Source: an optimization exercise on an open RTL-to-GDS flow (aim: small area, a short achievable clock period and few clock cycles per item). Production flows keep margins and buffers that such runs may drop. The RTL was checked by simulation tests, not by an equivalence proof against the original design. Power and IR drop assume default switching activity.

==> design/flow/run.sh <==
#!/bin/bash
# synth_recipe.tcl (not shown) runs the flow's synth.tcl, then flattens the netlist and writes it again
# the make line also repeats each setting of config.mk as NAME=value (left out here)
make -C /OpenROAD-flow-scripts/flow DESIGN_CONFIG=/design/flow/config.mk WORK_HOME=/design/flow/orfs CLKGATE_MAP_FILE= SYNTH_SCRIPT=/design/flow/synth_recipe.tcl finish
==> design/flow/config.mk <==
export PLATFORM = sky130hd
export DESIGN_NAME = bch_dec
export DESIGN_NICKNAME = bch_dec
export VERILOG_FILES = /design/flow/design.v
export SDC_FILE = /design/flow/constraint.sdc
export NUM_CORES = 4
export LEC_CHECK = 0
export CAP_MARGIN = 20
export CORE_MARGIN = 2
export CORE_UTILIZATION = 40
export SLEW_MARGIN = 20
==> design/flow/constraint.sdc <==
create_clock -name core_clock -period 10.0 [get_ports {clk}]
set_input_delay 2.0000 -clock core_clock [delete_from_list [all_inputs] [get_ports {clk}]]
set_output_delay 2.0000 -clock core_clock [all_outputs]
set_load 0.01 [all_outputs]
==> design/flow/design.v <==
module bch_dec (
    input  wire        clk,
    input  wire        rst,
    input  wire        in_valid,
    output wire        in_ready,
    input  wire [63:0] in_data,
    output reg         out_valid,
    output wire        out_fail,       
    output wire [1:0]  out_nerr,       
    output wire [10:0] out_pos0,       
    output wire [10:0] out_pos1,
    output wire [10:0] out_pos2
);
    function [10:0] gf_mul(input [10:0] a, input [10:0] b);
        integer i;
        begin
            gf_mul = 11'd0;
            for (i = 10; i >= 0; i = i - 1) begin
                gf_mul = {gf_mul[9:0], 1'b0} ^ (gf_mul[10] ? 11'h005 : 11'h000);
                if (b[i]) gf_mul = gf_mul ^ a;
            end
        end
    endfunction
    function tr(input [10:0] x);    
        tr = x[0] ^ x[9];
    endfunction
    function [10:0] f_sq1(input [10:0] x);
        begin
            f_sq1[0] = x[0] ^ x[10];
            f_sq1[1] = x[6];
            f_sq1[2] = x[1] ^ x[10];
            f_sq1[3] = x[6] ^ x[7];
            f_sq1[4] = x[2];
            f_sq1[5] = x[7] ^ x[8];
            f_sq1[6] = x[3];
            f_sq1[7] = x[8] ^ x[9];
            f_sq1[8] = x[4];
            f_sq1[9] = x[9] ^ x[10];
            f_sq1[10] = x[5];
        end
    endfunction
    function [10:0] f_sq2(input [10:0] x);
        begin
            f_sq2[0] = x[0] ^ x[5] ^ x[10];
            f_sq2[1] = x[3];
            f_sq2[2] = x[5] ^ x[6];
            f_sq2[3] = x[3] ^ x[8] ^ x[9];
            f_sq2[4] = x[1] ^ x[10];
            f_sq2[5] = x[4] ^ x[8] ^ x[9];
            f_sq2[6] = x[6] ^ x[7];
            f_sq2[7] = x[4] ^ x[9] ^ x[10];
            f_sq2[8] = x[2];
            f_sq2[9] = x[5] ^ x[9] ^ x[10];
            f_sq2[10] = x[7] ^ x[8];
        end
    endfunction
    function [10:0] f_sq3(input [10:0] x);
        begin
            f_sq3[0] = x[0] ^ x[5] ^ x[7] ^ x[8] ^ x[10];
            f_sq3[1] = x[6] ^ x[7];
            f_sq3[2] = x[3] ^ x[7] ^ x[8];
            f_sq3[3] = x[4] ^ x[6] ^ x[7] ^ x[9] ^ x[10];
            f_sq3[4] = x[5] ^ x[6];
            f_sq3[5] = x[2] ^ x[4] ^ x[9] ^ x[10];
            f_sq3[6] = x[3] ^ x[8] ^ x[9];
            f_sq3[7] = x[2] ^ x[5] ^ x[9] ^ x[10];
            f_sq3[8] = x[1] ^ x[10];
            f_sq3[9] = x[5] ^ x[7] ^ x[8] ^ x[9] ^ x[10];
            f_sq3[10] = x[4] ^ x[8] ^ x[9];
        end
    endfunction
    function [10:0] f_sq5(input [10:0] x);
        begin
            f_sq5[0] = x[0] ^ x[2] ^ x[5] ^ x[7];
            f_sq5[1] = x[4] ^ x[6] ^ x[7] ^ x[9] ^ x[10];
            f_sq5[2] = x[2] ^ x[3] ^ x[4] ^ x[8] ^ x[10];
            f_sq5[3] = x[1] ^ x[4] ^ x[5] ^ x[6] ^ x[8] ^ x[10];
            f_sq5[4] = x[4] ^ x[6] ^ x[7] ^ x[8] ^ x[9];
            f_sq5[5] = x[1] ^ x[6] ^ x[7] ^ x[8] ^ x[9];
            f_sq5[6] = x[2] ^ x[3] ^ x[5] ^ x[8] ^ x[10];
            f_sq5[7] = x[4] ^ x[6] ^ x[7] ^ x[10];
            f_sq5[8] = x[3] ^ x[7] ^ x[8];
            f_sq5[9] = x[2] ^ x[5] ^ x[7] ^ x[9];
            f_sq5[10] = x[1] ^ x[2] ^ x[5] ^ x[9];
        end
    endfunction
    function [10:0] f_sq6(input [10:0] x);
        begin
            f_sq6[0] = x[0] ^ x[1] ^ x[7] ^ x[9];
            f_sq6[1] = x[2] ^ x[3] ^ x[5] ^ x[8] ^ x[10];
            f_sq6[2] = x[1] ^ x[2] ^ x[4] ^ x[5] ^ x[6] ^ x[7] ^ x[10];
            f_sq6[3] = x[2] ^ x[3] ^ x[4] ^ x[5] ^ x[6] ^ x[7] ^ x[8];
            f_sq6[4] = x[2] ^ x[3] ^ x[4] ^ x[8] ^ x[10];
            f_sq6[5] = x[3] ^ x[4] ^ x[6] ^ x[8] ^ x[10];
            f_sq6[6] = x[1] ^ x[4] ^ x[5] ^ x[6] ^ x[8] ^ x[10];
            f_sq6[7] = x[2] ^ x[3] ^ x[5] ^ x[8] ^ x[9];
            f_sq6[8] = x[4] ^ x[6] ^ x[7] ^ x[8] ^ x[9];
            f_sq6[9] = x[1] ^ x[7];
            f_sq6[10] = x[1] ^ x[6] ^ x[7] ^ x[8] ^ x[9];
        end
    endfunction
    function [10:0] f_sq9(input [10:0] x);
        begin
            f_sq9[0] = x[0] ^ x[2] ^ x[5] ^ x[6] ^ x[7] ^ x[10];
            f_sq9[1] = x[1] ^ x[2] ^ x[3] ^ x[4] ^ x[6] ^ x[9] ^ x[10];
            f_sq9[2] = x[8];
            f_sq9[3] = x[1];
            f_sq9[4] = x[1] ^ x[3] ^ x[5];
            f_sq9[5] = x[1] ^ x[3] ^ x[5] ^ x[7] ^ x[9];
            f_sq9[6] = x[1] ^ x[2] ^ x[3] ^ x[5] ^ x[7] ^ x[9];
            f_sq9[7] = x[1] ^ x[2] ^ x[3] ^ x[5] ^ x[6] ^ x[7] ^ x[9];
            f_sq9[8] = x[1] ^ x[2] ^ x[3] ^ x[5] ^ x[6] ^ x[7] ^ x[9] ^ x[10];
            f_sq9[9] = x[2] ^ x[5] ^ x[6] ^ x[7] ^ x[9] ^ x[10];
            f_sq9[10] = x[1] ^ x[2] ^ x[3] ^ x[6] ^ x[9] ^ x[10];
        end
    endfunction
    function [10:0] f_sqrt(input [10:0] x);
        begin
            f_sqrt[0] = x[0] ^ x[1] ^ x[3] ^ x[5] ^ x[7] ^ x[9];
            f_sqrt[1] = x[1] ^ x[2] ^ x[3] ^ x[5] ^ x[7] ^ x[9];
            f_sqrt[2] = x[4];
            f_sqrt[3] = x[6];
            f_sqrt[4] = x[8];
            f_sqrt[5] = x[10];
            f_sqrt[6] = x[1];
            f_sqrt[7] = x[1] ^ x[3];
            f_sqrt[8] = x[1] ^ x[3] ^ x[5];
            f_sqrt[9] = x[1] ^ x[3] ^ x[5] ^ x[7];
            f_sqrt[10] = x[1] ^ x[3] ^ x[5] ^ x[7] ^ x[9];
        end
    endfunction
    function [10:0] f_ht(input [10:0] x);
        begin
            f_ht[0] = x[5] ^ x[7] ^ x[9] ^ x[10];
            f_ht[1] = x[2] ^ x[3] ^ x[4] ^ x[5] ^ x[6] ^ x[8] ^ x[10];
            f_ht[2] = x[3] ^ x[4] ^ x[5] ^ x[6] ^ x[8] ^ x[9] ^ x[10];
            f_ht[3] = x[1] ^ x[2] ^ x[3] ^ x[4] ^ x[5] ^ x[8] ^ x[10];
            f_ht[4] = x[3] ^ x[5] ^ x[6] ^ x[8] ^ x[9] ^ x[10];
            f_ht[5] = x[9] ^ x[10];
            f_ht[6] = x[1] ^ x[2] ^ x[3] ^ x[4] ^ x[5] ^ x[6] ^ x[8] ^ x[10];
            f_ht[7] = x[3] ^ x[6];
            f_ht[8] = x[3] ^ x[5] ^ x[6] ^ x[9] ^ x[10];
            f_ht[9] = x[5] ^ x[7] ^ x[9] ^ x[10];
            f_ht[10] = x[9];
        end
    endfunction
    function [10:0] f_htsq(input [10:0] x);
        begin
            f_htsq[0] = x[5] ^ x[7] ^ x[10];
            f_htsq[1] = x[1] ^ x[2] ^ x[3] ^ x[4] ^ x[5] ^ x[6] ^ x[8] ^ x[10];
            f_htsq[2] = x[2] ^ x[3] ^ x[4] ^ x[5] ^ x[6] ^ x[8] ^ x[9] ^ x[10];
            f_htsq[3] = x[1] ^ x[2] ^ x[4] ^ x[5] ^ x[8] ^ x[10];
            f_htsq[4] = x[3] ^ x[4] ^ x[5] ^ x[6] ^ x[8] ^ x[9] ^ x[10];
            f_htsq[5] = x[5] ^ x[9] ^ x[10];
            f_htsq[6] = x[1] ^ x[2] ^ x[3] ^ x[4] ^ x[5] ^ x[8] ^ x[10];
            f_htsq[7] = x[3] ^ x[6] ^ x[7];
            f_htsq[8] = x[3] ^ x[5] ^ x[6] ^ x[8] ^ x[9] ^ x[10];
            f_htsq[9] = x[5] ^ x[7] ^ x[10];
            f_htsq[10] = x[9] ^ x[10];
        end
    endfunction
    function [4:0] f_t23(input [10:0] x);
        reg [22:0] m;
        begin
            m[0] = (x == 11'd1);
            m[1] = (x == 11'd167);
            m[2] = (x == 11'd174);
            m[3] = (x == 11'd281);
            m[4] = (x == 11'd319);
            m[5] = (x == 11'd322);
            m[6] = (x == 11'd378);
            m[7] = (x == 11'd418);
            m[8] = (x == 11'd481);
            m[9] = (x == 11'd552);
            m[10] = (x == 11'd637);
            m[11] = (x == 11'd1085);
            m[12] = (x == 11'd1148);
            m[13] = (x == 11'd1155);
            m[14] = (x == 11'd1164);
            m[15] = (x == 11'd1518);
            m[16] = (x == 11'd1525);
            m[17] = (x == 11'd1728);
            m[18] = (x == 11'd1747);
            m[19] = (x == 11'd1876);
            m[20] = (x == 11'd1887);
            m[21] = (x == 11'd1942);
            m[22] = (x == 11'd2011);
            f_t23[0] = m[2] | m[4] | m[6] | m[7] | m[8] | m[10] | m[11] | m[14] | m[15] | m[16] | m[22];
            f_t23[1] = m[5] | m[10] | m[12] | m[13] | m[14] | m[15] | m[16] | m[18] | m[19] | m[21] | m[22];
            f_t23[2] = m[2] | m[3] | m[4] | m[5] | m[7] | m[9] | m[10] | m[18] | m[20] | m[21] | m[22];
            f_t23[3] = m[3] | m[4] | m[5] | m[10] | m[11] | m[12] | m[15] | m[17];
            f_t23[4] = m[1] | m[6] | m[7] | m[14] | m[18] | m[19] | m[20];
        end
    endfunction
    function [11:0] f_t89(input [10:1] x);
        reg [88:0] m;
        begin
            m[0] = (x == 10'd0);
            m[1] = (x == 10'd16);
            m[2] = (x == 10'd17);
            m[3] = (x == 10'd56);
            m[4] = (x == 10'd59);
            m[5] = (x == 10'd78);
            m[6] = (x == 10'd81);
            m[7] = (x == 10'd89);
            m[8] = (x == 10'd96);
            m[9] = (x == 10'd103);
            m[10] = (x == 10'd110);
            m[11] = (x == 10'd116);
            m[12] = (x == 10'd125);
            m[13] = (x == 10'd144);
            m[14] = (x == 10'd166);
            m[15] = (x == 10'd185);
            m[16] = (x == 10'd188);
            m[17] = (x == 10'd195);
            m[18] = (x == 10'd199);
            m[19] = (x == 10'd207);
            m[20] = (x == 10'd212);
            m[21] = (x == 10'd233);
            m[22] = (x == 10'd238);
            m[23] = (x == 10'd243);
            m[24] = (x == 10'd252);
            m[25] = (x == 10'd258);
            m[26] = (x == 10'd266);
            m[27] = (x == 10'd304);
            m[28] = (x == 10'd307);
            m[29] = (x == 10'd321);
            m[30] = (x == 10'd328);
            m[31] = (x == 10'd342);
            m[32] = (x == 10'd368);
            m[33] = (x == 10'd388);
            m[34] = (x == 10'd411);
            m[35] = (x == 10'd412);
            m[36] = (x == 10'd441);
            m[37] = (x == 10'd456);
            m[38] = (x == 10'd468);
            m[39] = (x == 10'd504);
            m[40] = (x == 10'd506);
            m[41] = (x == 10'd512);
            m[42] = (x == 10'd514);
            m[43] = (x == 10'd534);
            m[44] = (x == 10'd535);
            m[45] = (x == 10'd561);
            m[46] = (x == 10'd568);
            m[47] = (x == 10'd587);
            m[48] = (x == 10'd592);
            m[49] = (x == 10'd596);
            m[50] = (x == 10'd612);
            m[51] = (x == 10'd618);
            m[52] = (x == 10'd623);
            m[53] = (x == 10'd645);
            m[54] = (x == 10'd654);
            m[55] = (x == 10'd655);
            m[56] = (x == 10'd662);
            m[57] = (x == 10'd666);
            m[58] = (x == 10'd691);
            m[59] = (x == 10'd727);
            m[60] = (x == 10'd731);
            m[61] = (x == 10'd737);
            m[62] = (x == 10'd755);
            m[63] = (x == 10'd756);
            m[64] = (x == 10'd757);
            m[65] = (x == 10'd773);
            m[66] = (x == 10'd790);
            m[67] = (x == 10'd804);
            m[68] = (x == 10'd808);
            m[69] = (x == 10'd810);
            m[70] = (x == 10'd822);
            m[71] = (x == 10'd837);
            m[72] = (x == 10'd841);
            m[73] = (x == 10'd847);
            m[74] = (x == 10'd849);
            m[75] = (x == 10'd861);
            m[76] = (x == 10'd865);
            m[77] = (x == 10'd867);
            m[78] = (x == 10'd876);
            m[79] = (x == 10'd890);
            m[80] = (x == 10'd892);
            m[81] = (x == 10'd897);
            m[82] = (x == 10'd903);
            m[83] = (x == 10'd905);
            m[84] = (x == 10'd919);
            m[85] = (x == 10'd922);
            m[86] = (x == 10'd944);
            m[87] = (x == 10'd972);
            m[88] = (x == 10'd986);
            f_t89[0] = m[1] | m[3] | m[5] | m[7] | m[8] | m[9] | m[10] | m[11] | m[13] | m[14] | m[18] | m[21] | m[22] | m[25] | m[26] | m[28] | m[29] | m[30] | m[31] | m[32] | m[33] | m[34] | m[38] | m[41] | m[43] | m[46] | m[49] | m[52] | m[56] | m[57] | m[62] | m[64] | m[68] | m[69] | m[71] | m[73] | m[74] | m[77] | m[80] | m[81] | m[82] | m[84] | m[86] | m[87];
            f_t89[1] = m[2] | m[4] | m[5] | m[8] | m[9] | m[12] | m[13] | m[15] | m[16] | m[17] | m[19] | m[22] | m[24] | m[26] | m[27] | m[28] | m[29] | m[32] | m[33] | m[34] | m[36] | m[37] | m[43] | m[44] | m[45] | m[48] | m[52] | m[53] | m[57] | m[64] | m[67] | m[68] | m[70] | m[71] | m[72] | m[76] | m[77] | m[79] | m[81] | m[84] | m[85] | m[86] | m[87] | m[88];
            f_t89[2] = m[1] | m[2] | m[4] | m[6] | m[7] | m[8] | m[11] | m[13] | m[14] | m[16] | m[18] | m[20] | m[21] | m[26] | m[27] | m[28] | m[29] | m[31] | m[34] | m[36] | m[37] | m[42] | m[43] | m[44] | m[46] | m[48] | m[54] | m[55] | m[58] | m[59] | m[60] | m[61] | m[65] | m[66] | m[69] | m[73] | m[74] | m[76] | m[77] | m[81] | m[85] | m[86] | m[87] | m[88];
            f_t89[3] = m[2] | m[3] | m[5] | m[6] | m[8] | m[9] | m[11] | m[12] | m[17] | m[18] | m[19] | m[21] | m[22] | m[24] | m[25] | m[26] | m[29] | m[30] | m[32] | m[37] | m[38] | m[39] | m[40] | m[42] | m[43] | m[44] | m[45] | m[46] | m[48] | m[50] | m[51] | m[52] | m[54] | m[55] | m[62] | m[66] | m[74] | m[75] | m[78] | m[85] | m[87];
            f_t89[4] = m[1] | m[2] | m[4] | m[5] | m[7] | m[16] | m[17] | m[21] | m[22] | m[23] | m[26] | m[28] | m[30] | m[34] | m[36] | m[37] | m[38] | m[39] | m[40] | m[41] | m[42] | m[43] | m[45] | m[51] | m[53] | m[56] | m[58] | m[61] | m[63] | m[64] | m[65] | m[66] | m[67] | m[71] | m[72] | m[73] | m[74] | m[80] | m[81] | m[83] | m[84];
            f_t89[5] = m[3] | m[7] | m[16] | m[17] | m[18] | m[20] | m[22] | m[24] | m[28] | m[30] | m[33] | m[37] | m[42] | m[43] | m[47] | m[49] | m[51] | m[52] | m[55] | m[65] | m[67] | m[69] | m[71] | m[74] | m[75] | m[76] | m[79] | m[80] | m[83] | m[85] | m[86] | m[87];
            f_t89[6] = m[1] | m[6] | m[19] | m[25] | m[27] | m[29] | m[31] | m[32] | m[35] | m[36] | m[39] | m[41] | m[44] | m[46] | m[50] | m[53] | m[60] | m[61] | m[63] | m[68] | m[70] | m[77] | m[81] | m[82] | m[84];
            f_t89[7] = m[2] | m[3] | m[6] | m[7] | m[10] | m[11] | m[13] | m[15] | m[16] | m[17] | m[20] | m[21] | m[22] | m[24] | m[26] | m[27] | m[32] | m[33] | m[35] | m[38] | m[39] | m[40] | m[41] | m[42] | m[46] | m[48] | m[52] | m[53] | m[54] | m[58] | m[64] | m[65] | m[69] | m[70] | m[72] | m[77] | m[78] | m[81] | m[82] | m[83] | m[84] | m[87] | m[88];
            f_t89[8] = m[1] | m[5] | m[8] | m[10] | m[11] | m[14] | m[15] | m[17] | m[19] | m[20] | m[22] | m[23] | m[25] | m[27] | m[33] | m[36] | m[37] | m[38] | m[40] | m[41] | m[42] | m[43] | m[45] | m[48] | m[50] | m[53] | m[54] | m[56] | m[57] | m[59] | m[61] | m[66] | m[67] | m[69] | m[71] | m[74] | m[75] | m[76] | m[77] | m[80] | m[83] | m[84] | m[86] | m[87];
            f_t89[9] = m[2] | m[5] | m[6] | m[7] | m[9] | m[10] | m[12] | m[13] | m[14] | m[15] | m[16] | m[19] | m[21] | m[25] | m[26] | m[27] | m[28] | m[29] | m[30] | m[32] | m[38] | m[40] | m[44] | m[45] | m[46] | m[47] | m[49] | m[50] | m[51] | m[57] | m[59] | m[62] | m[63] | m[65] | m[66] | m[67] | m[71] | m[77] | m[78] | m[79] | m[80] | m[83] | m[87] | m[88];
            f_t89[10] = m[1] | m[2] | m[4] | m[5] | m[6] | m[7] | m[10] | m[11] | m[12] | m[13] | m[18] | m[20] | m[22] | m[23] | m[24] | m[25] | m[27] | m[29] | m[37] | m[39] | m[40] | m[49] | m[51] | m[53] | m[59] | m[60] | m[64] | m[67] | m[82] | m[86] | m[87];
            f_t89[11] = m[3] | m[8] | m[17] | m[21] | m[28] | m[32] | m[33] | m[35] | m[41] | m[44] | m[45] | m[47] | m[50] | m[54] | m[55] | m[57] | m[61] | m[62] | m[65] | m[68] | m[72] | m[73] | m[74] | m[76] | m[80] | m[81] | m[88];
        end
    endfunction
    reg  [4:0]  widx;                  
    reg         in_rdy;
    reg  [63:0] in_r;                  
    reg         take_r, last_r;
    reg  [10:0] acc1, acc3, acc5;
    reg         b_busy;
    reg  [16:0] b_st;                  
    assign in_ready = in_rdy;
    wire take = in_valid && in_rdy;
    wire [96:0] syn_in = {acc5, acc3, acc1, in_r};
    wire [32:0] syn_out;
    wire syn_x97 = syn_in[55] ^ syn_in[56];
    wire syn_x98 = syn_in[52] ^ syn_in[60];
    wire syn_x99 = syn_in[47] ^ syn_in[51];
    wire syn_x100 = syn_in[28] ^ syn_in[39];
    wire syn_x101 = syn_in[27] ^ syn_in[38];
    wire syn_x102 = syn_in[13] ^ syn_in[61];
    wire syn_x103 = syn_in[43] ^ syn_in[45];
    wire syn_x104 = syn_in[57] ^ syn_in[58];
    wire syn_x105 = syn_in[26] ^ syn_in[44];
    wire syn_x106 = syn_in[23] ^ syn_in[59];
    wire syn_x107 = syn_in[29] ^ syn_in[40];
    wire syn_x108 = syn_in[15] ^ syn_in[33];
    wire syn_x109 = syn_in[46] ^ syn_in[50];
    wire syn_x110 = syn_in[37] ^ syn_in[53];
    wire syn_x111 = syn_in[31] ^ syn_in[54];
    wire syn_x112 = syn_in[16] ^ syn_in[34];
    wire syn_x113 = syn_in[30] ^ syn_in[41];
    wire syn_x114 = syn_in[36] ^ syn_in[42];
    wire syn_x115 = syn_in[25] ^ syn_in[48];
    wire syn_x116 = syn_in[17] ^ syn_in[35];
    wire syn_x117 = syn_in[95] ^ syn_in[96];
    wire syn_x118 = syn_in[22] ^ syn_x97;
    wire syn_x119 = syn_in[14] ^ syn_in[62];
    wire syn_x120 = syn_in[20] ^ syn_in[24];
    wire syn_x121 = syn_in[63] ^ syn_x101;
    wire syn_x122 = syn_x98 ^ syn_x100;
    wire syn_x123 = syn_in[93] ^ syn_in[94];
    wire syn_x124 = syn_x99 ^ syn_x106;
    wire syn_x125 = syn_in[65] ^ syn_in[74];
    wire syn_x126 = syn_in[91] ^ syn_x117;
    wire syn_x127 = syn_in[32] ^ syn_x115;
    wire syn_x128 = syn_x102 ^ syn_x104;
    wire syn_x129 = syn_in[49] ^ syn_x103;
    wire syn_x130 = syn_in[19] ^ syn_in[63];
    wire syn_x131 = syn_in[59] ^ syn_x108;
    wire syn_x132 = syn_in[12] ^ syn_in[56];
    wire syn_x133 = syn_in[87] ^ syn_in[92];
    wire syn_x134 = syn_in[21] ^ syn_in[34];
    wire syn_x135 = syn_in[69] ^ syn_in[73];
    wire syn_x136 = syn_in[11] ^ syn_in[33];
    wire syn_x137 = syn_in[76] ^ syn_x109;
    wire syn_x138 = syn_in[68] ^ syn_in[72];
    wire syn_x139 = syn_in[66] ^ syn_in[70];
    wire syn_x140 = syn_in[18] ^ syn_in[62];
    wire syn_x141 = syn_in[27] ^ syn_x112;
    wire syn_x142 = syn_in[52] ^ syn_x105;
    wire syn_x143 = syn_in[10] ^ syn_x111;
    wire syn_x144 = syn_in[12] ^ syn_in[90];
    wire syn_x145 = syn_in[25] ^ syn_x99;
    wire syn_x146 = syn_in[89] ^ syn_x123;
    wire syn_x147 = syn_in[79] ^ syn_in[82];
    wire syn_x148 = syn_x107 ^ syn_x126;
    wire syn_x149 = syn_in[6] ^ syn_x119;
    wire syn_x150 = syn_in[80] ^ syn_in[83];
    wire syn_x151 = syn_in[61] ^ syn_x110;
    wire syn_x152 = syn_in[67] ^ syn_in[71];
    wire syn_x153 = syn_in[48] ^ syn_x113;
    wire syn_x154 = syn_in[4] ^ syn_in[60];
    wire syn_x155 = syn_in[51] ^ syn_x131;
    wire syn_x156 = syn_in[35] ^ syn_x147;
    wire syn_x157 = syn_in[21] ^ syn_in[31];
    wire syn_x158 = syn_in[38] ^ syn_x136;
    wire syn_x159 = syn_in[45] ^ syn_in[81];
    wire syn_x160 = syn_in[86] ^ syn_x133;
    wire syn_x161 = syn_in[5] ^ syn_x106;
    wire syn_x162 = syn_in[75] ^ syn_in[84];
    wire syn_x163 = syn_in[88] ^ syn_x105;
    wire syn_x164 = syn_in[3] ^ syn_x104;
    wire syn_x165 = syn_in[10] ^ syn_in[32];
    wire syn_x166 = syn_in[8] ^ syn_x97;
    wire syn_x167 = syn_in[7] ^ syn_x140;
    wire syn_x168 = syn_x132 ^ syn_x134;
    wire syn_x169 = syn_x125 ^ syn_x135;
    wire syn_x170 = syn_in[77] ^ syn_x150;
    wire syn_x171 = syn_in[8] ^ syn_x118;
    wire syn_x172 = syn_in[11] ^ syn_x121;
    wire syn_x173 = syn_in[49] ^ syn_x152;
    wire syn_x174 = syn_in[23] ^ syn_in[36];
    wire syn_x175 = syn_in[31] ^ syn_in[35];
    wire syn_x176 = syn_in[18] ^ syn_x122;
    wire syn_x177 = syn_in[15] ^ syn_x103;
    wire syn_x178 = syn_in[57] ^ syn_x120;
    wire syn_x179 = syn_in[44] ^ syn_in[47];
    wire syn_x180 = syn_in[7] ^ syn_in[26];
    wire syn_x181 = syn_in[24] ^ syn_x145;
    wire syn_x182 = syn_in[85] ^ syn_x129;
    wire syn_x183 = syn_in[36] ^ syn_x98;
    wire syn_x184 = syn_in[39] ^ syn_x139;
    wire syn_x185 = syn_in[50] ^ syn_x138;
    wire syn_x186 = syn_x109 ^ syn_x128;
    wire syn_x187 = syn_x116 ^ syn_x172;
    wire syn_x188 = syn_in[78] ^ syn_x137;
    wire syn_x189 = syn_x143 ^ syn_x180;
    wire syn_x190 = syn_in[37] ^ syn_x127;
    wire syn_x191 = syn_x114 ^ syn_x124;
    wire syn_x192 = syn_in[20] ^ syn_x113;
    wire syn_x193 = syn_in[9] ^ syn_in[40];
    wire syn_x194 = syn_in[58] ^ syn_x118;
    wire syn_x195 = syn_in[41] ^ syn_in[54];
    wire syn_x196 = syn_x111 ^ syn_x114;
    wire syn_x197 = syn_in[42] ^ syn_x157;
    wire syn_x198 = syn_in[47] ^ syn_x164;
    wire syn_x199 = syn_x108 ^ syn_x181;
    wire syn_x200 = syn_in[79] ^ syn_x132;
    wire syn_x201 = syn_x158 ^ syn_x194;
    wire syn_x202 = syn_in[73] ^ syn_x130;
    wire syn_x203 = syn_in[19] ^ syn_in[60];
    wire syn_x204 = syn_in[82] ^ syn_x107;
    wire syn_x205 = syn_in[7] ^ syn_x133;
    wire syn_x206 = syn_in[53] ^ syn_x141;
    wire syn_x207 = syn_in[25] ^ syn_x107;
    wire syn_x208 = syn_in[2] ^ syn_x178;
    wire syn_x209 = syn_x110 ^ syn_x182;
    wire syn_x210 = syn_in[55] ^ syn_x187;
    wire syn_x211 = syn_x101 ^ syn_x165;
    wire syn_x212 = syn_in[43] ^ syn_x207;
    wire syn_x213 = syn_x120 ^ syn_x177;
    wire syn_x214 = syn_in[59] ^ syn_x186;
    wire syn_x215 = syn_in[28] ^ syn_x102;
    wire syn_x216 = syn_in[51] ^ syn_x161;
    wire syn_x217 = syn_in[52] ^ syn_in[84];
    wire syn_x218 = syn_in[49] ^ syn_x131;
    wire syn_x219 = syn_in[50] ^ syn_in[91];
    wire syn_x220 = syn_x117 ^ syn_x163;
    wire syn_x221 = syn_x153 ^ syn_x197;
    wire syn_x222 = syn_x173 ^ syn_x175;
    wire syn_x223 = syn_x146 ^ syn_x220;
    wire syn_x224 = syn_in[32] ^ syn_in[94];
    wire syn_x225 = syn_in[55] ^ syn_x195;
    wire syn_x226 = syn_in[9] ^ syn_in[30];
    wire syn_x227 = syn_x193 ^ syn_x196;
    wire syn_x228 = syn_in[44] ^ syn_x156;
    wire syn_x229 = syn_in[86] ^ syn_x148;
    wire syn_x230 = syn_in[22] ^ syn_x162;
    wire syn_x231 = syn_x206 ^ syn_x214;
    wire syn_x232 = syn_in[70] ^ syn_x112;
    wire syn_x233 = syn_in[11] ^ syn_in[29];
    wire syn_x234 = syn_in[71] ^ syn_x116;
    wire syn_x235 = syn_in[0] ^ syn_x201;
    wire syn_x236 = syn_x136 ^ syn_x166;
    wire syn_x237 = syn_x123 ^ syn_x160;
    wire syn_x238 = syn_x151 ^ syn_x234;
    wire syn_x239 = syn_in[42] ^ syn_in[64];
    wire syn_x240 = syn_x102 ^ syn_x190;
    wire syn_x241 = syn_in[13] ^ syn_x104;
    wire syn_x242 = syn_x168 ^ syn_x184;
    wire syn_x243 = syn_in[49] ^ syn_x159;
    wire syn_x244 = syn_x149 ^ syn_x226;
    wire syn_x245 = syn_in[43] ^ syn_in[46];
    wire syn_x246 = syn_in[77] ^ syn_x105;
    wire syn_x247 = syn_x115 ^ syn_x204;
    wire syn_x248 = syn_in[45] ^ syn_x122;
    wire syn_x249 = syn_in[16] ^ syn_x215;
    wire syn_x250 = syn_in[88] ^ syn_x141;
    wire syn_x251 = syn_in[53] ^ syn_x121;
    wire syn_x252 = syn_in[30] ^ syn_x223;
    wire syn_x253 = syn_in[1] ^ syn_x103;
    wire syn_x254 = syn_x176 ^ syn_x200;
    wire syn_x255 = syn_x125 ^ syn_x242;
    wire syn_x256 = syn_in[14] ^ syn_x171;
    wire syn_x257 = syn_in[14] ^ syn_x185;
    wire syn_x258 = syn_in[17] ^ syn_x233;
    wire syn_x259 = syn_x119 ^ syn_x191;
    wire syn_x260 = syn_x112 ^ syn_x144;
    wire syn_x261 = syn_in[19] ^ syn_x110;
    wire syn_x262 = syn_x183 ^ syn_x232;
    wire syn_x263 = syn_x192 ^ syn_x218;
    wire syn_x264 = syn_x155 ^ syn_x241;
    assign syn_out[0] = syn_in[20] ^ syn_in[66] ^ syn_x107 ^ syn_x169 ^ syn_x179 ^ syn_x235 ^ syn_x239;
    assign syn_out[1] = syn_in[57] ^ syn_in[67] ^ syn_x106 ^ syn_x153 ^ syn_x253 ^ syn_x255;
    assign syn_out[2] = syn_in[13] ^ syn_in[29] ^ syn_in[46] ^ syn_in[47] ^ syn_in[60] ^ syn_in[64] ^ syn_in[68] ^ syn_x97 ^ syn_x158 ^ syn_x169 ^ syn_x208 ^ syn_x222;
    assign syn_out[3] = syn_in[30] ^ syn_in[36] ^ syn_in[61] ^ syn_in[69] ^ syn_x127 ^ syn_x198 ^ syn_x255 ^ syn_x257;
    assign syn_out[4] = syn_in[4] ^ syn_in[22] ^ syn_in[26] ^ syn_in[37] ^ syn_in[40] ^ syn_in[48] ^ syn_in[62] ^ syn_x135 ^ syn_x139 ^ syn_x222 ^ syn_x264;
    assign syn_out[5] = syn_in[32] ^ syn_in[41] ^ syn_in[58] ^ syn_in[74] ^ syn_x121 ^ syn_x161 ^ syn_x173 ^ syn_x257 ^ syn_x262;
    assign syn_out[6] = syn_in[6] ^ syn_in[24] ^ syn_in[60] ^ syn_x100 ^ syn_x135 ^ syn_x155 ^ syn_x185 ^ syn_x238 ^ syn_x239;
    assign syn_out[7] = syn_in[38] ^ syn_in[51] ^ syn_in[54] ^ syn_in[61] ^ syn_in[72] ^ syn_x167 ^ syn_x169 ^ syn_x212 ^ syn_x262;
    assign syn_out[8] = syn_in[8] ^ syn_in[55] ^ syn_in[62] ^ syn_in[74] ^ syn_x113 ^ syn_x142 ^ syn_x184 ^ syn_x202 ^ syn_x238;
    assign syn_out[9] = syn_in[20] ^ syn_in[45] ^ syn_in[56] ^ syn_in[64] ^ syn_in[72] ^ syn_in[74] ^ syn_x140 ^ syn_x152 ^ syn_x227 ^ syn_x251;
    assign syn_out[10] = syn_in[21] ^ syn_in[37] ^ syn_in[57] ^ syn_in[64] ^ syn_in[65] ^ syn_x100 ^ syn_x138 ^ syn_x165 ^ syn_x202 ^ syn_x225 ^ syn_x245;
    assign syn_out[11] = syn_in[48] ^ syn_in[54] ^ syn_in[83] ^ syn_in[85] ^ syn_x100 ^ syn_x109 ^ syn_x142 ^ syn_x156 ^ syn_x159 ^ syn_x235 ^ syn_x259;
    assign syn_out[12] = syn_in[4] ^ syn_in[15] ^ syn_in[52] ^ syn_x100 ^ syn_x130 ^ syn_x150 ^ syn_x189 ^ syn_x230 ^ syn_x231 ^ syn_x247;
    assign syn_out[13] = syn_in[39] ^ syn_in[53] ^ syn_in[76] ^ syn_x127 ^ syn_x129 ^ syn_x130 ^ syn_x191 ^ syn_x192 ^ syn_x217 ^ syn_x228 ^ syn_x236;
    assign syn_out[14] = syn_in[1] ^ syn_in[12] ^ syn_in[19] ^ syn_in[37] ^ syn_in[50] ^ syn_in[75] ^ syn_x154 ^ syn_x170 ^ syn_x174 ^ syn_x181 ^ syn_x182 ^ syn_x189 ^ syn_x194 ^ syn_x249;
    assign syn_out[15] = syn_in[5] ^ syn_in[16] ^ syn_in[81] ^ syn_x124 ^ syn_x188 ^ syn_x203 ^ syn_x210 ^ syn_x212 ^ syn_x230;
    assign syn_out[16] = syn_in[33] ^ syn_in[48] ^ syn_in[75] ^ syn_x98 ^ syn_x137 ^ syn_x147 ^ syn_x168 ^ syn_x178 ^ syn_x209 ^ syn_x227 ^ syn_x246;
    assign syn_out[17] = syn_x101 ^ syn_x119 ^ syn_x142 ^ syn_x166 ^ syn_x170 ^ syn_x188 ^ syn_x208 ^ syn_x216 ^ syn_x240 ^ syn_x258;
    assign syn_out[18] = syn_in[6] ^ syn_in[17] ^ syn_in[61] ^ syn_in[78] ^ syn_in[81] ^ syn_x99 ^ syn_x120 ^ syn_x153 ^ syn_x162 ^ syn_x174 ^ syn_x246 ^ syn_x254;
    assign syn_out[19] = syn_in[22] ^ syn_in[80] ^ syn_x128 ^ syn_x134 ^ syn_x145 ^ syn_x188 ^ syn_x209 ^ syn_x211 ^ syn_x225 ^ syn_x228;
    assign syn_out[20] = syn_in[21] ^ syn_in[26] ^ syn_x164 ^ syn_x170 ^ syn_x199 ^ syn_x243 ^ syn_x244 ^ syn_x251 ^ syn_x254;
    assign syn_out[21] = syn_in[24] ^ syn_in[27] ^ syn_in[57] ^ syn_in[78] ^ syn_in[80] ^ syn_x102 ^ syn_x167 ^ syn_x197 ^ syn_x217 ^ syn_x243 ^ syn_x247 ^ syn_x261;
    assign syn_out[22] = syn_in[0] ^ syn_in[90] ^ syn_x148 ^ syn_x154 ^ syn_x221 ^ syn_x224 ^ syn_x231 ^ syn_x236;
    assign syn_out[23] = syn_in[56] ^ syn_in[92] ^ syn_x98 ^ syn_x116 ^ syn_x124 ^ syn_x128 ^ syn_x213 ^ syn_x229 ^ syn_x244 ^ syn_x261;
    assign syn_out[24] = syn_in[21] ^ syn_in[28] ^ syn_in[95] ^ syn_x118 ^ syn_x129 ^ syn_x144 ^ syn_x154 ^ syn_x167 ^ syn_x187 ^ syn_x195 ^ syn_x219 ^ syn_x237 ^ syn_x264;
    assign syn_out[25] = syn_in[5] ^ syn_x99 ^ syn_x148 ^ syn_x149 ^ syn_x163 ^ syn_x183 ^ syn_x211 ^ syn_x237 ^ syn_x245 ^ syn_x249 ^ syn_x263;
    assign syn_out[26] = syn_in[3] ^ syn_in[39] ^ syn_in[43] ^ syn_x116 ^ syn_x134 ^ syn_x196 ^ syn_x199 ^ syn_x205 ^ syn_x252 ^ syn_x256;
    assign syn_out[27] = syn_in[22] ^ syn_in[24] ^ syn_in[46] ^ syn_x101 ^ syn_x143 ^ syn_x151 ^ syn_x203 ^ syn_x252 ^ syn_x253 ^ syn_x259 ^ syn_x260;
    assign syn_out[28] = syn_in[89] ^ syn_x97 ^ syn_x144 ^ syn_x189 ^ syn_x198 ^ syn_x224 ^ syn_x229 ^ syn_x248 ^ syn_x263;
    assign syn_out[29] = syn_in[29] ^ syn_in[44] ^ syn_x114 ^ syn_x126 ^ syn_x130 ^ syn_x160 ^ syn_x176 ^ syn_x186 ^ syn_x216 ^ syn_x256 ^ syn_x260;
    assign syn_out[30] = syn_in[63] ^ syn_in[93] ^ syn_in[96] ^ syn_x108 ^ syn_x149 ^ syn_x151 ^ syn_x179 ^ syn_x205 ^ syn_x219 ^ syn_x221 ^ syn_x248 ^ syn_x250 ^ syn_x258;
    assign syn_out[31] = syn_in[4] ^ syn_in[18] ^ syn_in[57] ^ syn_in[92] ^ syn_x142 ^ syn_x146 ^ syn_x171 ^ syn_x174 ^ syn_x175 ^ syn_x177 ^ syn_x190 ^ syn_x193 ^ syn_x250;
    assign syn_out[32] = syn_in[2] ^ syn_in[23] ^ syn_in[46] ^ syn_in[62] ^ syn_in[90] ^ syn_in[95] ^ syn_x111 ^ syn_x122 ^ syn_x146 ^ syn_x179 ^ syn_x210 ^ syn_x213 ^ syn_x240;
    wire       b_load = take_r && last_r;
    wire       b_pass;                 
    wire [4:0] widx_n = take ? ((widx == 5'd19) ? 5'd0 : widx + 5'd1) : widx;
    wire       b_busy_n = b_load || (b_busy && !b_pass);
    always @(posedge clk) begin
        in_r <= in_data & {{16{1'b1}}, {48{widx != 5'd19}}};
        last_r <= (widx == 5'd19);
        if (rst) begin
            widx   <= 5'd0;
            take_r <= 1'b0;
            in_rdy <= 1'b1;
            acc1   <= 11'd0;
            acc3   <= 11'd0;
            acc5   <= 11'd0;
        end else begin
            widx   <= widx_n;
            take_r <= take;
            in_rdy <= (widx_n != 5'd19) || !b_busy_n;
            if (take_r) begin
                acc1 <= last_r ? 11'd0 : syn_out[10:0];
                acc3 <= last_r ? 11'd0 : syn_out[21:11];
                acc5 <= last_r ? 11'd0 : syn_out[32:22];
            end
        end
    end
    reg [10:0] b_s1, b_s3, b_s5, b_r1, b_d, b_x, b_a;
    wire [10:0] b_t = b_s3;            
    reg        b_allz, b_case2, b_dz, b_trk;
    wire       c_busy;
    assign     b_pass = b_busy && b_st[16] && !c_busy;
    wire [16:0] b_nx = b_load ? 17'd1 : b_st[16] ? b_st : {b_st[15:0], 1'b0};
    wire b_c2 = b_case2, b_c3 = !b_case2;
    reg [7:0] b_sa;                    
    reg [8:0] b_sb;                    
    always @(posedge clk) begin
        b_sa <= {b_nx[12] | (b_nx[13] & b_c3) | b_nx[14],
                 b_nx[7] | b_nx[10] | (b_nx[11] & b_c3) | b_nx[15],
                 b_nx[8], b_nx[6], b_nx[4] | (b_nx[11] & b_c2),
                 b_nx[2], b_nx[1], b_nx[0] | b_nx[3] | (b_nx[13] & b_c2)};
        b_sb <= {b_nx[14], b_nx[12], b_nx[10], b_nx[8] | b_nx[11] | (b_nx[13] & b_c3),
                 b_nx[7], b_nx[6] | (b_nx[13] & b_c2), b_nx[3] | b_nx[4] | b_nx[15],
                 b_nx[2], b_nx[0] | b_nx[1]};
    end
    wire [10:0] b_ma =
        ({11{b_sa[0]}} & b_s1) |
        ({11{b_sa[1]}} & b_r1) |
        ({11{b_sa[2]}} & b_s3) |
        ({11{b_sa[3]}} & b_d) |
        ({11{b_sa[4]}} & f_sq1(b_x)) |
        ({11{b_sa[5]}} & b_x) |
        ({11{b_sa[6]}} & b_a) |
        ({11{b_sa[7]}} & b_t);
    wire [10:0] b_mb =
        ({11{b_sb[0]}} & f_sq1(b_s1)) |
        ({11{b_sb[1]}} & b_d) |
        ({11{b_sb[2]}} & b_s5) |
        ({11{b_sb[3]}} & b_x) |
        ({11{b_sb[4]}} & f_sq2(b_a)) |
        ({11{b_sb[5]}} & f_sq1(b_a)) |
        ({11{b_sb[6]}} & b_t) |
        ({11{b_sb[7]}} & f_sq2(b_d)) |
        ({11{b_sb[8]}} & f_sq2(b_s5));
    wire [10:0] b_m = gf_mul(b_ma, b_mb);
    always @(posedge clk) begin
        if (rst) begin
            b_busy <= 1'b0;
        end else if (b_load) begin
            b_busy <= 1'b1;
        end else if (b_pass) begin
            b_busy <= 1'b0;
        end
        if (rst) begin
            b_st <= 17'h10000;
        end else if (b_load) begin
            b_st <= 17'd1;
            b_s1 <= syn_out[10:0];
            b_s3 <= syn_out[21:11];
            b_s5 <= syn_out[32:22];
        end else if (!b_st[16]) begin
            b_st <= {b_st[15:0], 1'b0};
        end
        if (b_st[0])  begin b_r1 <= b_m; b_allz <= (b_s1 == 11'd0) && (b_s3 == 11'd0) && (b_s5 == 11'd0); end
        if (b_st[1])  begin b_s5 <= b_m ^ b_s5; b_d <= b_r1 ^ b_s3; end
        if (b_st[2] | b_st[11] | (b_st[13] & b_c3)) b_s3 <= b_m;
        if (b_st[9])  b_s3 <= f_sq5(b_a);
        if (b_st[3] | b_st[14]) b_x <= b_m;
        if (b_st[3])  b_dz <= (b_d == 11'd0);
        if (b_st[4])  b_case2 <= (b_x == b_t);
        if (b_st[4] | b_st[6] | b_st[7] | b_st[8] | b_st[10]) b_a <= b_m;
        if (b_st[5])  b_x <= b_case2 ? b_r1 : b_a;
        if (b_st[12] & b_c3) b_r1 <= b_m;
        if (b_st[12] & b_c2) b_x  <= f_ht(b_t);
        if (b_st[12]) b_trk <= tr(b_t);
        if (b_st[13]) b_r1 <= b_dz ? b_s1 : b_c2 ? b_m : b_r1;
        if (b_st[15]) b_d <= b_m;
    end
    reg        c_bsy;
    reg [12:0] c_st;                   
    reg [10:0] c_s1, c_c, c_ic, c_sp, c_za, c_zb;
    reg [1:0]  c_n;
    reg        c_fail, c_ok;
    wire       d_busy;
    assign     c_busy = c_bsy;
    wire       c_pass = c_bsy && c_st[12] && !d_busy;
    wire       c_k3 = (c_n == 2'd3);
    wire       b_k3 = !b_allz && !b_dz && !b_case2;
    wire [12:0] c_nx = b_pass ? 13'd1 : c_st[12] ? c_st : {c_st[11:0], 1'b0};
    reg c_up, c_dn;                    
    reg [2:0] c_sa;
    reg [3:0] c_sb;
    always @(posedge clk) begin
        c_up <= c_nx[0] | c_nx[1] | c_nx[4];
        c_dn <= c_nx[2] | c_nx[3] | c_nx[5] | c_nx[6];
        c_sa <= {c_nx[10] | c_nx[11], c_nx[7],
                 c_nx[0] | c_nx[1] | c_nx[2] | c_nx[3] | c_nx[4] | c_nx[5] | c_nx[6] | c_nx[9]};
        c_sb <= {c_nx[10], c_nx[9], c_nx[7],
                 c_nx[0] | c_nx[1] | c_nx[2] | c_nx[3] | c_nx[4] | c_nx[5] | c_nx[6] | c_nx[11]};
    end
    wire [10:0] c_ma =
        ({11{c_sa[0]}} & c_za) |
        ({11{c_sa[1]}} & c_ic) |
        ({11{c_sa[2]}} & c_sp);
    wire [10:0] c_mb =
        ({11{c_sb[0]}} & c_zb) |
        ({11{c_sb[1]}} & (f_sq1(c_za) ^ 11'd1)) |
        ({11{c_sb[2]}} & c_c) |
        ({11{c_sb[3]}} & c_za);
    wire [10:0] c_m = gf_mul(c_ma, c_mb);
    always @(posedge clk) begin
        if (rst) begin
            c_bsy <= 1'b0;
        end else if (b_pass) begin
            c_bsy <= 1'b1;
        end else if (c_pass) begin
            c_bsy <= 1'b0;
        end
        if (rst) begin
            c_st   <= 13'h1000;
        end else if (b_pass) begin
            c_st   <= 13'd1;
            c_s1   <= b_s1;
            c_n    <= b_allz ? 2'd0 : b_dz ? 2'd1 : b_case2 ? 2'd2 : 2'd3;
            c_fail <= !b_allz && (b_dz ? !(b_s5 == 11'd0 && b_s1 != 11'd0) :
                                  b_case2 ? b_trk : (b_s5 == 11'd0 || !tr(b_x)));
            c_c  <= b_k3 ? b_r1 : b_r1 ^ b_s1;
            c_ic <= b_k3 ? b_x  : b_r1;
            c_za <= b_r1;
            c_zb <= f_sq1(b_r1);
            c_sp <= b_d;
        end else if (!c_st[12]) begin
            c_st <= {c_st[11:0], 1'b0};
        end
        if (c_up) begin c_za <= c_m ^ c_c; c_zb <= f_sq1(c_zb); end
        if (c_dn) begin c_za <= f_sq1(c_za); c_zb <= c_m ^ c_c; end
        if (c_st[7]) begin c_zb <= c_m; c_ok <= (c_zb == f_sq2(c_za)); end
        if (c_st[8] & c_k3)  c_c  <= f_htsq(c_zb);
        if (c_st[9])  c_zb <= c_m;
        if (c_st[10] & c_k3) c_c  <= c_m;
        if (c_st[11] & c_k3) c_ic <= c_m;
    end
    reg        d_bsy;
    reg [16:0] d_st;                   
    reg [10:0] d_x0, d_x1, d_x2, d_e5, d_e69;
    wire [10:0] d_e534 = d_e5;         
    reg [1:0]  d_n;
    reg        d_fail;
    reg [4:0]  d_a, d_b15, d_k;
    reg [6:0]  d_b;
    reg [11:0] d_kk;
    reg [10:0] d_q0, d_q1, d_q2;
    assign     d_busy = d_bsy;
    wire [16:0] d_nx = c_pass ? 17'd1 : {d_st[15:0], 1'b0};
    reg d_p0, d_p1, d_p2;              
    always @(posedge clk) begin
        d_p0 <= d_nx[0] | d_nx[3] | d_nx[6];
        d_p1 <= d_nx[1] | d_nx[4] | d_nx[7];
        d_p2 <= d_nx[2] | d_nx[5] | d_nx[8];
    end
    wire [10:0] d_ma = ({11{d_p0}} & d_x0) | ({11{d_p1 | d_p2}} & d_e5);
    wire [10:0] d_mb = ({11{d_p0}} & f_sq2(d_x0)) | ({11{d_p1}} & f_sq6(d_x0)) |
                       ({11{d_p2}} & f_sq9(d_e69));
    wire [10:0] d_m = gf_mul(d_ma, d_mb);
    wire d_tab = d_st[3] | d_st[6] | d_st[9];
    wire d_key_st = d_st[6] | d_st[9] | d_st[12];
    wire [5:0]  d_kd  = {1'b0, d_a} - {1'b0, d_b15};
    wire [4:0]  d_kn  = d_kd[5] ? d_kd[4:0] + 5'd23 : d_kd[4:0];
    wire [11:0] d_pos = d_kk - {5'd0, d_b};
    wire        d_ok  = !d_pos[11] && (d_pos[10:0] <= 11'd1231);
    wire        d_use = d_st[6] ? (d_n != 2'd0) : d_st[9] ? d_n[1] : (d_n == 2'd3);
    wire [10:0] d_key = (d_use && d_ok) ? d_pos[10:0] : 11'h7ff;
    wire        d_sw01 = d_q1 < d_q0;
    wire        d_sw12 = d_q2 < d_q1;
    always @(posedge clk) begin
        if (rst) begin
            d_bsy     <= 1'b0;
            out_valid <= 1'b0;
        end else begin
            if (c_pass) d_bsy <= 1'b1;
            else if (d_st[16]) d_bsy <= 1'b0;
            out_valid <= d_bsy && d_st[16];
        end
        if (rst) begin
            d_st   <= 17'd0;
        end else if (c_pass) begin
            d_st   <= 17'd1;
            d_x0   <= c_c ^ c_s1;
            d_x1   <= c_ic ^ c_s1;
            d_x2   <= c_c ^ c_ic ^ c_s1;
            d_n    <= c_n;
            d_fail <= c_fail || (c_k3 && !c_ok);
        end else begin
            d_st <= {d_st[15:0], 1'b0};
            if (d_key_st && d_use && !d_ok) d_fail <= 1'b1;
        end
        if (d_p0) d_e5  <= d_m;
        if (d_p1) d_e69 <= d_m;
        if (d_p2) begin d_e5 <= d_m; d_x0 <= d_x1; d_x1 <= d_x2; end
        if (d_tab) {d_b15, d_b} <= f_t89(d_e69[10:1]);
        d_a  <= f_t23(d_e534);
        d_k  <= d_kn;
        d_kk <= 12'd1279 - {7'd0, d_k} * 12'd89;
        if (d_key_st) begin d_q2 <= d_key; d_q1 <= d_q2; d_q0 <= d_q1; end
        if ((d_st[13] | d_st[15]) && d_sw01) begin d_q0 <= d_q1; d_q1 <= d_q0; end
        if (d_st[14] && d_sw12) begin d_q1 <= d_q2; d_q2 <= d_q1; end
        if (d_st[16]) begin
            if (d_fail || d_n == 2'd0) d_q0 <= 11'd0;
            if (d_fail || !d_n[1])     d_q1 <= 11'd0;
            if (d_fail || d_n != 2'd3) d_q2 <= 11'd0;
            if (d_fail)                d_n  <= 2'd0;
        end
    end
    assign out_fail = d_fail;
    assign out_nerr = d_n;
    assign out_pos0 = d_q0;
    assign out_pos1 = d_q1;
    assign out_pos2 = d_q2;
endmodule
==> metrics.csv, run 1 <==
metric,value,unit
post-DP HPWL,91640,um
Reg power frac,31.1,%
Worst path max stage delay,0.97,ns
hold path depth,1,
gpl congestion,1.015,
Clock Tree Root,clkbuf_16,
outcome,finished clean,
Antenna diodes,0,
Reg2Reg Depth,10,
die area,90000,um^2
DR WL/cell,24.06,um
pwr/cell area,192.9,nW/um^2
FF-to-FF Start,b_x[8],
most frequent cells in the layout,"xnor2_1, nor2_1, nand2_1",
Tot GR Track Use,26.64,%
Design Power,7.425,mW
hold-critical path endpoint,d_st[11],
reg2reg setup slack,5.53,ns
footprint of the multi-input gates,22100,um^2
Slew Limit Fails,0,
switch share,37.07,%
final wirelength,122800,um
"commonest non-fill, non-tap cell in the layout",xnor2_1,
vias in the first global route,28117,
Vias,29350,
setup bufs post-CTS,0,
pre-CTS setup slack,5.247,ns
post-synthesis sequential area ratio,32.47,%
final worst slack,5.534,ns
CP Max Fanout,10,
Top Ports,105,
Final #Nets,4045,
post-synth net total,4119,
Post-synth ARST share,0,%
Post-DP Area,36760,um^2
Net Sw Power,2.753,mW
IO Port Bufs,104,
DRT iter0 DRCs,3283,
Die H,300.0,um
"Cell Area, Synth",35050,um^2
critical path arrival,4.93,ns
Worst slew margin,15.09,%
clk slew on worst S/H paths,0.06,ns
Final min period,4.466,ns
GRT met2 Usage,44.67,%
chip width,300.0,um
largest net degree at the start of global routing,53,
clock share of power,26.0,%
min-delay worst type,register to register,
Main synth FF type,dfxtp_1,
first-pass GRT wire length,182600,um
LEAKAGE,13.61,nW
Max Root-Sink Buffers,3,
layout cells sized above 1,5.900,%
Worst Setup End Kind,register,
warnings from Yosys,1,
core area,86750,um^2
Worst Tran Pin Value,1.265,ns
CTS tree,yes,
Inserted Clock Buffers,52,
clock latency on the worst-skew pair,0.64,ns
"Slowest-stage cell, CP",xnor2_1,
ANT nets after route,0,
flip-flop and latch area,11380,um^2
cell family with most CP delay,XOR/XNOR gates,
Critical Path Start Type,register,
Initial Util,40.40,%
initial antenna violation count,0,
dominant cell type by area after synthesis,xnor2_1,
met3 Track Usage GR,3.562,%
GR peak layer,met2,
post-synth top area share,19.19,%
row cnt,108,
Synth area leaders,"xnor2_1, edfxtp_1, dfxtp_1, xor2_1, nor2_1",
Final Hold Viols,0,
Post-synth EDFFs,219,
# fillers,8511,
WP buf/inv,0,
r2r endpoint,b_x[7],
Crit Path Class,register to register,
met1 usage,34.55,%
worst path cell trace,"a222oi_1, nand3_1, nor2_1, nor2_1, xnor2_1, xnor3_1, xnor2_1, xnor2_1, o21ai_0, o21ai_0",
Crit path top cell by count,xnor2_1,
Max-Cap Viols,0,
# setup viols final,0,
grt ovf,0,
synthesized flop and latch total,459,
CTS Hold Bufs,0,
# resized after CTS,0,
Via density,5.750,
Setup TNS,0,ns
Gate power share,42.9,%
Mapped Cells,3980,
internal power,4.673,mW
Required @ worst endpoint,10.46,ns
"Avg Cell Area, Syn",8.806,um^2
skew final,0.03751,ns
fmax,223.9,MHz
fin area,38490,um^2
drt first pass iters,14,
CTS H-tree depth,2,
worst hold slack,0.4226,ns
synth unique cells,90,
"Area growth, synth to finish",9.811,%
Max VDD drop,0.2261,mV
final critical-path share of the clock period,44.66,%
CTS Sinks,459,
RSZ-0062 raised after global routing,no,
drt drc,0,
hold_sp,d_st[10],
==> worst max path at each step <==
stage,from,to,slack [ns],cells after the start
6_report,b_x[8],b_x[7],5.53,10
5_1_grt,b_a[4],b_x[7],5.46,10
4_1_cts,b_x[8],b_x[0],5.65,11
3_5_place_dp,rst,c_zb[2],5.25,7
3_3_place_gp,rst,c_zb[2],5.24,7
2_1_floorplan,rst,c_zb[0],5.83,3
==> metrics by stage <==
| step | std cells | utilization [%] |
|---|---|---|
| after detailed placement | 5006 | 42.37 |
| after global placement | 5006 | 42.36 |
| after floorplan | 3980 | - |
| after global routing | 5104 | 44.36 |
| after CTS | 5103 | 44.35 |
| final | 5104 | 44.36 |
==> cells in the mapped netlist (all sizes together), types with 26 or more instances <==
cell	n
nand2	320
ha	64
and2	39
nand3	74
dfxtp	240
clkbuf	217
xnor2	776
a21oi	152
inv	109
mux2i	45
o21ai	144
a222oi	37
xnor3	32
mux2	36
edfxtp	219
nor2b	79
xor2	268
nor3	59
nand4	28
a22oi	85
buf	67
nor2	491
a31oi	37
nor4	26
==> power groups by stage <==
stage,registers [mW],clock network [mW],logic [mW]
after detailed placement,2.35,0,3.16
after CTS,2.31,1.95,3.18
after global placement,2.35,0,3.13
final,2.31,1.93,3.19
after global routing,2.31,2.02,3.37
after floorplan,2.29,0,2.29
==> cells by family after synthesis <==
logic type                 count (synthesis)  synth area share (%)
muxes                                     81                 2.442
xor gates and xnor gates                1090                 29.36
AOI/OAI and AO/OA                        669                 12.79
and+or+nand+nor                         1214                 15.64
DFF                                      459                 32.47
buffers and inverters                    395                 4.555
adders and majority gates                 72                 2.742
==> sequential cells by signal, indices dropped and copies added (netlist names), 12 cells and up <==
| name | count |
|---|---|
| b_st | 17 |
| in_r | 64 |
| d_kk | 12 |
| c_st | 13 |
| d_st | 17 |
==> metal layers <==
| metal | wire length [um] | vias up |
|---|---|---|
| li1 | - | 13377 |
| met1 | 49280 | 14076 |
| met2 | 57510 | 1580 |
| met3 | 10420 | 317 |
| met4 | 5610 | 0 |
| met5 | 0 | - |
==> worst reg2reg max path: stages, from the launching register on <==
cell	delay [ns]
edfxtp_1	0.58
a222oi_1	0.54
nand3_1	0.22
nor2_1	0.70
nor2_1	0.12
xnor2_1	0.22
xnor3_1	0.38
xnor2_1	0.15
xnor2_1	0.97
o21ai_0	0.22
o21ai_0	0.20
==> area by class of cell <==
class                   instances  share of cell area, %
multi-input cells            3126                  57.43
inverters                     111                  1.083
repair buffers                156                  3.706
flip-flops and latches        459                  29.57
well taps                    1155                  3.755
clock inverters                23                 0.4844
clock buffers                  74                  3.970
Testbench counts, summed over its fixed seeds: cycles 9,992, rows 480.
==> inputs of run 2 (changes only) <==
--- a/design/flow/config.mk
+++ b/design/flow/config.mk
@@ -7,5 +7,5 @@
 export LEC_CHECK = 0
 export CAP_MARGIN = 20
 export CORE_MARGIN = 2
-export CORE_UTILIZATION = 40
+export CORE_UTILIZATION = 60
 export SLEW_MARGIN = 20
==> metrics.csv, run 2 <==
metric,value,unit,change
RSZ-0062 raised after global routing,no,,unchanged
Die H,245.7,um,was 300.0 um
Final min period,4.349,ns,was 4.466 ns
first-pass GRT wire length,183100,um,was 182600 um
hold_sp,d_st[8],,was d_st[10]
critical path arrival,4.67,ns,was 4.93 ns
Main synth FF type,dfxtp_1,,unchanged
Synth Area in Simple Gates,15.64,%,unchanged
Max VDD drop,0.2122,mV,was 0.2261 mV
Initial Util,60.75,%,was 40.40%
Max Root-Sink Buffers,3,,unchanged
clock latency on the worst-skew pair,0.61,ns,was 0.64 ns
Mapped Cells,3980,,unchanged
vias in the first global route,29729,,was 28117
layout cells sized above 1,5.715,%,was 5.900%
worst hold slack,0.4224,ns,was 0.4226 ns
largest family of logic cells by synthesized area,XOR/XNOR gates,,unchanged
Largest regs,"in_r: 64 flops, b_st: 17 flops, d_st: 17 flops",,unchanged
Reg2Reg Depth,13,,was 10
"Cell Area, Synth",35050,um^2,unchanged
Top Ports,105,,unchanged
Vias,30786,,was 29350
CTS Hold Bufs,0,,unchanged
pre-CTS setup slack,5.553,ns,was 5.247 ns
row cnt,88,,was 108
Top reg by flops,in_r,,unchanged
"Avg Cell Area, Syn",8.806,um^2,unchanged
core area,57700,um^2,was 86750 um^2
post-DP HPWL,92590,um,was 91640 um
DR WL/cell,25.97,um,was 24.06 um
FF-to-FF Start,b_s1[9],,was b_x[8]
end point of the critical path,b_x[0],,was b_x[7]
gpl congestion,1.074,,was 1.015
warnings from Yosys,1,,unchanged
Compound-Gate Fraction of Synth Area,12.79,%,unchanged
Critical Path Start Type,register,,unchanged
Post-synth ARST share,0,%,unchanged
Slew Limit Fails,0,,unchanged
skew final,0.01293,ns,was 0.03751 ns
Worst Tran Pin Value,1.102,ns,was 1.265 ns
mux share of post-synthesis cell area,2.442,%,unchanged
chip width,245.7,um,was 300.0 um
final wirelength,122200,um,was 122800 um
CTS Sinks,459,,unchanged
r2r endpoint,b_x[0],,was b_x[7]
dominant cell type by area after synthesis,xnor2_1,,unchanged
pwr/cell area,188.3,nW/um^2,was 192.9 nW/um^2
Clock Tree Root,clkbuf_16,,unchanged
LEAKAGE,13.51,nW,was 13.61 nW
Max-Cap Viols,0,,unchanged
Post-synth EDFFs,219,,unchanged
max FFs per register,64,,unchanged
Synth area leaders,"xnor2_1, edfxtp_1, dfxtp_1, xor2_1, nor2_1",,unchanged
Via density,6.546,,was 5.750
outcome,finished clean,,unchanged
die area,60360,um^2,was 90000 um^2
reg2reg setup slack,5.65,ns,was 5.53 ns
"Cell Count, Final, Fillers Out",4703,,was 5104
"Area growth, synth to finish",7.982,%,was 9.811%
# setup viols final,0,,unchanged
dpl cells,4611,,was 5006
setup bufs post-CTS,0,,unchanged
drt drc,0,,unchanged
adder and majority gate portion of the synthesized area,2.742,%,unchanged
Final Hold Viols,0,,unchanged
grt ovf,0,,unchanged
Crit Path Class,register to register,,unchanged
Inserted Clock Buffers,48,,was 52
Final #Nets,4036,,was 4045
ANT nets after route,0,,unchanged
"count leader, synth",xnor2_1,,unchanged
final critical-path share of the clock period,43.49,%,was 44.66%
post-synthesis sequential area ratio,32.47,%,unchanged
Critical path origin,b_s1[9],,was b_x[8]
final worst slack,5.651,ns,was 5.534 ns
Tot GR Track Use,39.79,%,was 26.64%
IO Port Bufs,104,,unchanged
synth unique cells,90,,unchanged
drt first pass iters,9,,was 14
Setup TNS,0,ns,unchanged
Worst Setup End Kind,register,,unchanged
most frequent cells in the layout,"xnor2_1, nor2_1, nand2_1",,unchanged
fmax,229.9,MHz,was 223.9 MHz
Worst slew margin,26.42,%,was 15.09%
DRT iter0 DRCs,4473,,was 3283
min-delay worst type,register to register,,unchanged
post-synth net total,4119,,unchanged
clk slew on worst S/H paths,0.07,ns,was 0.06 ns
# resized after CTS,0,,unchanged
"commonest non-fill, non-tap cell in the layout",xnor2_1,,unchanged
CTS H-tree depth,2,,unchanged
CTS tree,yes,,unchanged
post-synth top area share,19.19,%,unchanged
largest net degree at the start of global routing,67,,was 53
CP Max Fanout,11,,was 10
list of most frequent post-synthesis cells,"xnor2_1, nor2_1, nand2_1",,unchanged
Synth Area in XOR/XNOR,29.36,%,unchanged
initial antenna violation count,4,,was 0
Required @ worst endpoint,10.33,ns,was 10.46 ns
synthesized flop and latch total,459,,unchanged
Design Power,7.128,mW,was 7.425 mW
[run 2: cell counts after synthesis]
Identical to the previous run, type by type.
[run 2: worst min path at each step]
stage                     to  slack (ns)  cells past startpoint
floorplan               d_p0        0.41                      1
global placement     d_st[9]        0.41                      1
detailed placement   d_st[9]        0.41                      1
CTS                 d_st[12]        0.43                      1
global route         d_st[9]        0.43                      1
finish               d_st[9]        0.42                      1
[run 2: cells by family (layout without fill, tap and decap cells)]
group                    count (synthesis)  count (layout)
AND/OR/NAND/NOR                       1214            1214
XOR/XNOR                              1090            1090
AO/OA/AOI/OAI                          669             669
flip-flops                             459             459
buffers and inverters                  395             352
multiplexers                            81              81
adder cells (fa/ha/maj)                 72              72
other                                    0               1
[run 2: layout make-up]
cell class / count / area (um^2)
Multi-Input combinational cell: 3126 / 22100
Fill cell: 4576 / 19850
Sequential cell: 459 / 11380
Timing Repair Buffer: 151 / 1389
Clock buffer: 62 / 1353
Tap cell: 765 / 957.2
Inverter: 111 / 416.7
Clock inverter: 28 / 246.5
Antenna cell: 1 / 2.502
[run 2: per-layer routing]
layer | share of wire, % | vias to the layer above | global-route usage [%] | wire length, um
met2 | 44 | 2277 | 61.44 | 53480
met4 | 4.5 | 8 | 15.72 | 5443
met3 | 13 | 434 | 10.85 | 16220
met5 | 0.041 | - | 0 | 50
met1 | 38 | 14692 | 52.88 | 46970
li1 | - | 13375 | - | -
[run 2: per-stage QoR]
step                util [%]  area [um^2]
floorplan                  -        35050
global placement       62.79        36230
detailed placement     62.80        36230
CTS                    65.57        37830
global route           65.59        37840
finish                 65.59        37850
[run 2: critical path, stage by stage (launching register included)]
cell and delay (ns):
edfxtp_1 0.58, inv_1 0.09, ha_1 0.31, a222oi_1 0.33, nand2_1 0.14, nor3_2 0.75
nor2_1 0.15, xnor2_1 0.22, xnor2_1 0.14, xnor3_1 0.32, xor2_1 0.46, inv_1 0.26
o21ai_0 0.19, o21ai_0 0.11
[run 2: report_power, final]
| group | switching [mW] | internal [mW] | total, mW |
|---|---|---|---|
| logic | 1.61 | 1.39 | 3.00 |
| clock network | 0.824 | 1.00 | 1.82 |
| registers | 0.123 | 2.18 | 2.31 |

## separate check: timing with driven ports
Ports are ideal in the flow. The routed layouts listed here were re-timed in OpenROAD.
Step 1 sets driving cells, clkbuf_16 on the clock port and buf_2 on the other inputs (assumed; they add their load-dependent delay and slew).
Step 2 times the ports against the registers' clock, not the clock port: input delays grow and output delays shrink by t, the midpoint of the rising clock arrivals with the driver on.
Three values: ideal ports, drivers, drivers and shift; two values: the first two.
| run | t (ns) | setup WS [ns] | pins driven straight from the clock port |
|---|---|---|---|
| run 1 | 0.679 | 5.534 / 5.534 / 5.185 | 1 |
| run 2 | 0.662 | 5.651 / 5.651 / 5.651 | 1 |
After both steps setup and hold are still met in every run listed. For run 1, which loses most, drivers alone change the setup slack by 0.000 ns; drivers and shift together by -0.349 ns.
